Source: an optimization exercise on an open RTL-to-GDS flow (aim: small area, a short achievable clock period and few clock cycles). Production flows keep margins and buffers that such runs may drop.
Function was checked by simulation only, so behaviour that the tests miss may differ from the original.
No activity file was given, so power comes from the tool's default toggle rates.

==> design/flow/design.v <==
module adeger_core (
    input  wire        clk,
    input  wire        rst,
    input  wire        run,
    input  wire [15:0] entry,
    output wire [1:0]  state,
    output reg  [3:0]  fault_cause,
    output reg  [15:0] fault_pc,
    output reg  [31:0] fault_word,
    output wire        imem_en,
    output wire [9:0]  imem_addr,
    input  wire [31:0] imem_rdata,
    output wire        dmem_en,
    output wire        dmem_we,
    output wire [8:0]  dmem_addr,
    output wire [47:0] dmem_wdata,
    input  wire [47:0] dmem_rdata,
    output wire        evt_valid,
    output wire [13:0] evt_code
);
    localparam [1:0] ST_STOPPED = 2'd0, ST_RUNNING = 2'd2, ST_FAULTED = 2'd3;
    localparam [2:0] S_STOP  = 3'd0,
                     S_FETCH = 3'd1,
                     S_EXEC  = 3'd2,
                     S_LDWB  = 3'd3,
                     S_FAULT = 3'd4;
    localparam [3:0] C_NONE = 4'd0, C_OPCODE = 4'd1, C_FIELD = 4'd2,
                     C_REGISTER = 4'd3, C_READONLY = 4'd4, C_ADDRESS = 4'd5,
                     C_STACK = 4'd6, C_PC_RANGE = 4'd7;
    localparam [5:0] OP_NOP = 6'h00, OP_LDI = 6'h01, OP_LD = 6'h02, OP_ST = 6'h03,
                     OP_BR = 6'h16, OP_BZ = 6'h17, OP_BNZ = 6'h18, OP_BN = 6'h19,
                     OP_CALL = 6'h1A, OP_RET = 6'h1B, OP_LOOP = 6'h1C,
                     OP_HALT = 6'h1D, OP_EVT = 6'h1E;
    localparam integer PROG_WORDS = 1024;
    localparam integer DATA_WORDS = 512;
    localparam integer FZ = 0, FN = 1, FC = 2, FV = 3;    
    reg [2:0]  st;
    reg [15:0] pc;
    reg [47:0] w [0:15];
    reg [15:0] a [0:3];
    reg [5:0]  fl;
    reg [15:0] stk [0:7];
    reg [3:0]  sp;           
    reg [3:0]  ld_rd;        
    assign state = (st == S_STOP)  ? ST_STOPPED :
                   (st == S_FAULT) ? ST_FAULTED : ST_RUNNING;
    wire [15:0] lr = (sp == 4'd0) ? 16'd0 : stk[sp[2:0] - 3'd1];
    wire [31:0] ir   = imem_rdata;
    wire [5:0]  op   = ir[31:26];
    wire [3:0]  f_rd = ir[25:22];
    wire [3:0]  f_r1 = ir[21:18];
    wire [3:0]  f_r2 = ir[17:14];
    wire [13:0] imm  = ir[13:0];
    wire [1:0]  c_rd = ir[13:12];
    wire [1:0]  c_r1 = ir[11:10];
    wire [1:0]  c_r2 = ir[9:8];
    wire [7:0]  func = ir[7:0];
    wire [47:0] imm_sext = {{34{imm[13]}}, imm};
    wire [47:0] imm_zext = {34'd0, imm};
    wire        is_alu   = (op >= 6'h04) && (op <= 6'h15);
    wire        alu_imm  = op[0];
    wire [3:0]  alu_kind = op[4:1];    
    localparam [3:0] K_ADD = 4'd2, K_SUB = 4'd3, K_AND = 4'd4, K_OR = 4'd5, K_XOR = 4'd6,
                     K_SHL = 4'd7, K_SHR = 4'd8, K_SRA = 4'd9, K_CMP = 4'd10;
    wire        is_cmp   = is_alu && (alu_kind == K_CMP);
    function [47:0] read_reg(input [1:0] cls, input [3:0] idx);
        begin
            if (cls == 2'd0)
                read_reg = w[idx];
            else if (idx < 4'd4)
                read_reg = {32'd0, a[idx[1:0]]};
            else if (idx == 4'd4)
                read_reg = {42'd0, fl};
            else
                read_reg = {32'd0, lr};
        end
    endfunction
    function [3:0] check_read(input [1:0] cls, input [3:0] idx);
        begin
            if (cls == 2'd0)
                check_read = C_NONE;
            else if (cls == 2'd3 && (idx <= 4'd4 || idx == 4'd7))
                check_read = C_NONE;
            else
                check_read = C_REGISTER;
        end
    endfunction
    function [3:0] check_write(input [1:0] cls, input [3:0] idx);
        begin
            if (cls == 2'd0)
                check_write = C_NONE;
            else if (cls == 2'd3 && idx <= 4'd4)
                check_write = C_NONE;
            else if (cls == 2'd3 && idx == 4'd7)
                check_write = C_READONLY;
            else
                check_write = C_REGISTER;
        end
    endfunction
    wire [47:0] opa = alu_imm ? w[f_r1] : read_reg(c_r1, f_r1);
    wire [47:0] opb = alu_imm ? ((alu_kind == K_ADD || alu_kind == K_SUB || alu_kind == K_CMP)
                                 ? imm_sext : imm_zext)
                              : read_reg(c_r2, f_r2);
    wire [48:0] sum  = {1'b0, opa} + {1'b0, opb};
    wire [48:0] diff = {1'b0, opa} - {1'b0, opb};
    wire [5:0]  sh   = opb[5:0];
    wire        sh_big = (sh >= 6'd48);
    wire        sh_c_ok = (sh >= 6'd1) && (sh <= 6'd48);
    reg [47:0] alu_r;
    reg        alu_c, alu_v;
    always @(*) begin
        alu_r = 48'd0;
        alu_c = 1'b0;
        alu_v = 1'b0;
        case (alu_kind)
            K_ADD: begin
                alu_r = sum[47:0];
                alu_c = sum[48];
                alu_v = (opa[47] == opb[47]) && (sum[47] != opa[47]);
            end
            K_SUB: begin
                alu_r = diff[47:0];
                alu_c = diff[48];
                alu_v = (opa[47] != opb[47]) && (diff[47] != opa[47]);
            end
            K_AND: alu_r = opa & opb;
            K_OR:  alu_r = opa | opb;
            K_XOR: alu_r = opa ^ opb;
            K_SHL: begin
                alu_r = sh_big ? 48'd0 : (opa << sh);
                alu_c = sh_c_ok ? opa[6'd48 - sh] : 1'b0;
            end
            K_SHR: begin
                alu_r = sh_big ? 48'd0 : (opa >> sh);
                alu_c = sh_c_ok ? opa[sh - 6'd1] : 1'b0;
            end
            K_SRA: begin
                alu_r = sh_big ? {48{opa[47]}} : ($signed(opa) >>> sh);
                alu_c = sh_c_ok ? opa[sh - 6'd1] : 1'b0;
            end
            default: ;
        endcase
    end
    reg [5:0] alu_fl;
    always @(*) begin
        alu_fl = fl;
        if (is_cmp) begin
            if (!alu_imm && func[0]) begin
                alu_fl[FZ] = (diff[47:0] == 48'd0);
                alu_fl[FN] = diff[47];
                alu_fl[FC] = 1'b0;
                alu_fl[FV] = 1'b0;
            end else begin
                alu_fl[FZ] = (opa == opb);
                alu_fl[FN] = ($signed(opa) < $signed(opb));
                alu_fl[FC] = diff[48];
                alu_fl[FV] = 1'b0;
            end
        end else begin
            alu_fl[FZ] = (alu_r == 48'd0);
            alu_fl[FN] = alu_r[47];
            alu_fl[FC] = alu_c;
            alu_fl[FV] = alu_v;
        end
    end
    wire [15:0] br_target = pc + ir[15:0];         
    wire [15:0] pc_next   = pc + 16'd1;
    wire [1:0]  m_mode  = ir[21:20];
    wire [1:0]  m_an    = ir[19:18];
    wire [15:0] m_addr  = a[m_an] + {2'b00, imm};
    wire [47:0] loop_dec = w[f_rd] - 48'd1;
    reg [3:0] cause;
    always @(*) begin
        cause = C_NONE;
        if (op == OP_NOP) begin
            cause = C_NONE;
        end else if (op == OP_LDI) begin
            if (f_r1 != 4'd0 || f_r2 > 4'd2)
                cause = C_FIELD;
        end else if (op == OP_LD || op == OP_ST) begin
            if (f_r2 != 4'd0 || m_mode == 2'd3)
                cause = C_FIELD;
            else if (m_addr >= DATA_WORDS)
                cause = C_ADDRESS;
        end else if (is_alu) begin
            if (alu_imm) begin
                if (f_r2 != 4'd0 || (is_cmp && f_rd != 4'd0))
                    cause = C_FIELD;
            end else begin
                if (is_cmp ? (f_rd != 4'd0 || c_rd != 2'd0 || func[7:1] != 7'd0)
                           : (func != 8'd0))
                    cause = C_FIELD;
                else if (check_read(c_r1, f_r1) != C_NONE)
                    cause = check_read(c_r1, f_r1);
                else if (check_read(c_r2, f_r2) != C_NONE)
                    cause = check_read(c_r2, f_r2);
                else if (!is_cmp && check_write(c_rd, f_rd) != C_NONE)
                    cause = check_write(c_rd, f_rd);
            end
        end else if (op >= OP_BR && op <= OP_CALL) begin
            if (f_rd != 4'd0)
                cause = C_FIELD;
            else if (op == OP_CALL && sp == 4'd8)
                cause = C_STACK;
        end else if (op == OP_RET) begin
            if (ir[25:0] != 26'd0)
                cause = C_FIELD;
            else if (sp == 4'd0)
                cause = C_STACK;
        end else if (op == OP_LOOP) begin
            cause = C_NONE;
        end else if (op == OP_HALT) begin
            if (ir[25:0] != 26'd0)
                cause = C_FIELD;
        end else if (op == OP_EVT) begin
            if (f_rd != 4'd0 || f_r1 != 4'd0 || f_r2 != 4'd0)
                cause = C_FIELD;
        end else begin
            cause = C_OPCODE;
        end
    end
    wire exec_ok = (st == S_EXEC) && (cause == C_NONE);
    assign imem_en   = (st == S_FETCH) && (pc < PROG_WORDS);
    assign imem_addr = pc[9:0];
    assign dmem_en    = exec_ok && (op == OP_LD || op == OP_ST);
    assign dmem_we    = exec_ok && (op == OP_ST);
    assign dmem_addr  = m_addr[8:0];
    assign dmem_wdata = w[f_rd];
    assign evt_valid = exec_ok && (op == OP_EVT);
    assign evt_code  = imm;
    integer i;
    always @(posedge clk) begin
        if (rst) begin
            st          <= S_STOP;
            pc          <= 16'd0;
            fl          <= 6'd0;
            sp          <= 4'd0;
            ld_rd       <= 4'd0;
            fault_cause <= C_NONE;
            fault_pc    <= 16'd0;
            fault_word  <= 32'd0;
            for (i = 0; i < 16; i = i + 1)
                w[i] <= 48'd0;
            for (i = 0; i < 4; i = i + 1)
                a[i] <= 16'd0;
        end else begin
            case (st)
                S_STOP, S_FAULT: begin
                    if (run) begin
                        st <= S_FETCH;
                        pc <= entry;
                        sp <= 4'd0;
                    end
                end
                S_FETCH: begin
                    if (pc >= PROG_WORDS) begin
                        st          <= S_FAULT;
                        fault_cause <= C_PC_RANGE;
                        fault_pc    <= pc;
                        fault_word  <= 32'd0;
                    end else begin
                        st <= S_EXEC;
                    end
                end
                S_EXEC: begin
                    if (cause != C_NONE) begin
                        st          <= S_FAULT;
                        fault_cause <= cause;
                        fault_pc    <= pc;
                        fault_word  <= ir;
                    end else begin
                        st <= S_FETCH;
                        pc <= pc_next;
                        case (op)
                            OP_LDI: begin
                                case (f_r2)
                                    4'd0: w[f_rd] <= imm_sext;
                                    4'd1: w[f_rd] <= imm_zext;
                                    default: w[f_rd] <= {w[f_rd][33:0], imm};
                                endcase
                            end
                            OP_LD, OP_ST: begin
                                if (op == OP_LD) begin
                                    st    <= S_LDWB;
                                    ld_rd <= f_rd;
                                end
                                if (m_mode == 2'd1)
                                    a[m_an] <= a[m_an] + 16'd1;
                                else if (m_mode == 2'd2)
                                    a[m_an] <= a[m_an] - 16'd1;
                            end
                            OP_BR:  pc <= br_target;
                            OP_BZ:  if (fl[FZ])  pc <= br_target;
                            OP_BNZ: if (!fl[FZ]) pc <= br_target;
                            OP_BN:  if (fl[FN])  pc <= br_target;
                            OP_CALL: begin
                                stk[sp[2:0]] <= pc_next;
                                sp <= sp + 4'd1;
                                pc <= br_target;
                            end
                            OP_RET: begin
                                sp <= sp - 4'd1;
                                pc <= lr;
                            end
                            OP_LOOP: begin
                                w[f_rd] <= loop_dec;
                                if (loop_dec != 48'd0)
                                    pc <= br_target;
                            end
                            OP_HALT: st <= S_STOP;
                            default: begin
                                if (is_alu) begin
                                    if (is_cmp) begin
                                        fl <= alu_fl;
                                    end else if (!alu_imm && c_rd == 2'd3) begin
                                        if (f_rd == 4'd4) begin
                                            fl <= alu_r[5:0];
                                        end else begin
                                            a[f_rd[1:0]] <= alu_r[15:0];
                                            fl <= alu_fl;
                                        end
                                    end else begin
                                        w[f_rd] <= alu_r;
                                        fl <= alu_fl;
                                    end
                                end
                            end
                        endcase
                    end
                end
                S_LDWB: begin
                    w[ld_rd] <= dmem_rdata;
                    st <= S_FETCH;
                end
                default: st <= S_STOP;
            endcase
        end
    end
endmodule
==> design/flow/run.sh <==
#!/bin/bash
# synth_recipe.tcl (not shown) runs the flow's synth.tcl, then flattens the netlist and writes it again
# the make line also repeats each setting of config.mk as NAME=value (left out here)
make -C /OpenROAD-flow-scripts/flow DESIGN_CONFIG=/design/flow/config.mk WORK_HOME=/design/flow/orfs CLKGATE_MAP_FILE= SYNTH_SCRIPT=/design/flow/synth_recipe.tcl finish
==> design/flow/config.mk <==
export PLATFORM = sky130hd
export DESIGN_NAME = adeger_core
export DESIGN_NICKNAME = adeger_core
export VERILOG_FILES = /design/flow/design.v
export SDC_FILE = /design/flow/constraint.sdc
export NUM_CORES = 4
export LEC_CHECK = 0
export CAP_MARGIN = 20
export CORE_MARGIN = 2
export CORE_UTILIZATION = 40
export PLACE_DENSITY = 0.6
export SLEW_MARGIN = 20
==> design/flow/constraint.sdc <==
create_clock -name core_clock -period 12.0 [get_ports {clk}]
set_input_delay 2.4000 -clock core_clock [delete_from_list [all_inputs] [get_ports {clk}]]
set_output_delay 2.4000 -clock core_clock [all_outputs]
set_load 0.01 [all_outputs]
==> results.sh <==
export IMPL_outcome="finished clean"
export IMPL_routed_wl_mm=382
export IMPL_drv_slew=0
export IMPL_placed_cell_area_um2=84700
export IMPL_via_count=70123
export IMPL_rsz0062_at_grt="no"
export IMPL_clock_sinks=1044
export IMPL_worstSetupPathType="primary input to flip-flop"
export IMPL_cts_clk_slew_worst_paths_ns=0.06
export IMPL_first_iter_violations=11072
export IMPL_synth_edf_count=960
export IMPL_grt_usage=0.374
export IMPL_initial_core_util=0.403
export IMPL_seq_area_um2=30500
export IMPL_r2r_end="w[2][47]"
export IMPL_end_kind="flip-flop"
export IMPL_grt_max_degree=96
export IMPL_synth_avg_cell_area_um2=10.9
export IMPL_drtPass1Iterations=8
export IMPL_drc_errors=0
export IMPL_hold_end="fault_word[28]"
export IMPL_hold_start="fault_word[28]"
export IMPL_finalSetupViolCount=0
export IMPL_finalHoldViolCount=0
export IMPL_synth_seq_cells=1044
export IMPL_clk_path_buf_depth=3
export IMPL_insertion_delay_ns=0.83
export IMPL_grt_pass1_vias=66530
export IMPL_rrSetupSlack_ns=2.23
export IMPL_ir_worst_vdd_mv=0.147
export IMPL_overflow=0
export IMPL_cts_root_buffer_cell="clkbuf_16"
export IMPL_max_freq_mhz=91.4
export IMPL_die_w_um=447
export IMPL_ys_warn_count=1
export IMPL_cts_tree="done"
export IMPL_antenna_found_initial=30
export IMPL_synth_distinct_cells=97
export IMPL_areaGrowthSynthToFinish_pct=12.7
export IMPL_syn_num_nets=7521
export IMPL_p_per_area_nw_per_um2=125
export IMPL_cts_htree_levels=3
export IMPL_leakage_nw=31.6
export IMPL_drive_above_1_share=0.193
export IMPL_tightest_slew_ns=1.36
export IMPL_cp_data_required_time_ns=12.50
export IMPL_cp_max_fo=12
export IMPL_cp_start_kind="primary input"
export IMPL_dp_hpwl_mm=267
export IMPL_placementRows=162
export IMPL_cts_resized_gates=0
export IMPL_num_io_pins=238
export IMPL_dieArea_um2=200000
export IMPL_final_area_um2=88500
export IMPL_post_route_util=0.454
export IMPL_port_buffers=236
export IMPL_synth_area_um2=78500
export IMPL_slew_limit_headroom=0.0804
export IMPL_die_h_um=447
export IMPL_reg2reg_from="sp[1]"
export IMPL_synthCells=7218
export IMPL_n_fill_cell=18207
export IMPL_multi_input_area_um2=44900
export IMPL_ant_nets=0
export IMPL_period_minus_slack_ns=10.94
export IMPL_synth_top_flop_cell="edfxtp_1"
export IMPL_total_power_mw=11.1
export IMPL_nets=7550
export IMPL_cts_buffers=114
export IMPL_gp_congestion=1.07
export IMPL_coreArea_um2=195000
export IMPL_maxCapViolCount=0
export IMPL_min_path_cells=2
export IMPL_hold_path_class="flip-flop to flip-flop"
export IMPL_cp_arrival_ns=11.44
export IMPL_cts_setup_buffers=0
export IMPL_clock_skew_ns=0.0767
export IMPL_reg2reg_depth=27
export IMPL_grt_pass1_wl_mm=527
export IMPL_min_period_over_period=0.911
export IMPL_wl_per_cell_um=38.3
export IMPL_cts_hold_buffers_added=0
export IMPL_ys_seq_area_frac=0.389
export IMPL_viasPerCell=7.02
export IMPL_tns_ns=0
export IMPL_synthArstFlopShare=0
critical path: stages:
cell	delay, ns
clkdlybuf4s50_1	0.83
inv_1	0.39
nor2_1	0.79
a32oi_1	0.38
nand2_1	0.38
inv_1	0.13
ha_1	0.25
a2111oi_0	0.69
o311ai_0	0.46
and4b_1	0.35
o311a_1	0.39
o211ai_1	0.36
o221a_2	0.31
o21a_1	0.37
o211ai_1	0.25
a311o_1	0.50
a211o_1	0.36
a21oi_1	0.47
o221ai_1	0.24
a21oi_1	0.20
buf_4	0.19
o21a_1	0.39
or2_2	0.26
nor2_1	0.06
power by group:
group          internal, mW  leakage, nW  total [mW]  switching, mW
Sequential             4.07         10.4        4.16         0.0879
Clock                  2.04         1.86        3.62           1.57
Combinational          1.11         19.3        3.30           2.19
cell families after synthesis:
| logic type | after synthesis | synth area share |
|---|---|---|
| compound gates | 1602 | 0.139 |
| xor+xnor | 166 | 0.0185 |
| fa+ha+maj | 205 | 0.0332 |
| buf+inv | 884 | 0.0461 |
| flops | 1044 | 0.389 |
| mux | 1005 | 0.242 |
| other cells | 1 | 0.0000478 |
| simple gates | 2311 | 0.132 |
metal layers:
metal	track usage	vias to the layer above	routed length, um
met5	0	-	132
met4	0.216	22	26500
met3	0.106	1203	49100
met2	0.565	5578	168000
met1	0.481	35333	138000
li1	-	27987	-
cell usage after synthesis (126+ instances only):
library cell / n / share of area
a21oi_1: 387 / 0.025
clkbuf_1: 450 / 0.022
edfxtp_1: 960 / 0.37
ha_1: 198 / 0.032
inv_1: 201 / 0.0096
mux2i_1: 271 / 0.035
mux4_2: 711 / 0.20
nand2_1: 450 / 0.022
nand3_1: 132 / 0.0084
nor2_1: 1135 / 0.054
nor3_1: 138 / 0.0088
o21ai_0: 222 / 0.014
xnor2_1: 126 / 0.014
cell usage in the layout (no fill, tap or decap), types with 55 or more instances in the layout:
cell type / netlist / final
o211ai_1: 69 / 69
nor3_1: 138 / 125
o21a_1: 56 / 56
clkdlybuf4s50_1: 0 / 223
nand3_1: 132 / 132
o21ai_0: 222 / 220
buf_4: 36 / 333
nand2_1: 450 / 429
nor2_1: 1135 / 1130
mux2i_1: 271 / 269
a221oi_1: 113 / 109
a22oi_1: 105 / 105
edfxtp_1: 960 / 960
mux4_2: 711 / 711
a21oi_1: 387 / 385
clkbuf_16: 0 / 114
nor2b_1: 96 / 96
dfxtp_1: 84 / 83
xnor2_1: 126 / 124
inv_1: 201 / 199
a31oi_1: 55 / 55
a211oi_1: 92 / 86
ha_1: 198 / 198
area by class of cell:
class	instances	share of cell area
multi-input combinational	5290	0.508
sequential	1044	0.345
timing repair buffer	583	0.0583
tap	2624	0.0371
clock buffer	144	0.0339
inverter	214	0.00916
clock inverter	72	0.00898
antenna	13	0.000367
stage by stage:
step           worst slack [ns]  cells  hold slack (ns)
6_report                   1.06   9984            0.451
3_5_place_dp              0.596   9752            0.445
5_1_grt                   0.885   9973            0.473
4_1_cts                    1.35   9968            0.453
2_1_floorplan             0.869   7218            0.459
3_3_place_gp              0.203   9748            0.438
state kept, by name, summed over array words and instances (netlist names):
register     flops
fl               6
fault_cause      3
sp               4
st               3
fault_pc        16
stk            128
pc              16
w              768
a               64
ld_rd            4
fault_word      32
worst max-delay path by stage:
stage | startpoint | end | slack (ns) | cells after the start
2_1_floorplan | imem_rdata[19] | a[1][15] | 0.87 | 36
3_3_place_gp | imem_rdata[21] | fl[0] | 0.20 | 21
3_5_place_dp | imem_rdata[21] | w[15][47] | 0.60 | 24
4_1_cts | imem_rdata[18] | evt_valid | 1.35 | 16
5_1_grt | imem_rdata[21] | w[2][47] | 0.88 | 24
6_report | imem_rdata[21] | w[2][47] | 1.06 | 24
Testbench counts, summed over its fixed seeds: cycles 346,549.

port drivers added, routing unchanged:
No port has a modelled driver above. Below, the same layout with a new extraction and two added sets of constraints.
Step 1 (the two cells are an assumption about what drives the block):
set clk [get_ports {clk}]
set_driving_cell -lib_cell sky130_fd_sc_hd__clkbuf_16 $clk
set_driving_cell -lib_cell sky130_fd_sc_hd__buf_2 [delete_from_list [all_inputs] $clk]
Step 2 times the ports against the registers' clock, not the clock port: input delays grow and output delays shrink by t, the midpoint of the rising clock arrivals with the driver on.
Three values: ideal ports, drivers, drivers and shift; two values: the first two.
t, ns: 0.889
setup slack, ns: 1.065 / 1.135 / 0.246
slew at the worst register clock pin (ns): 0.07 / 0.07
After both steps this run still meets setup and hold. The setup slack of this run moves by +0.070 ns with the drivers and by -0.819 ns with both steps.
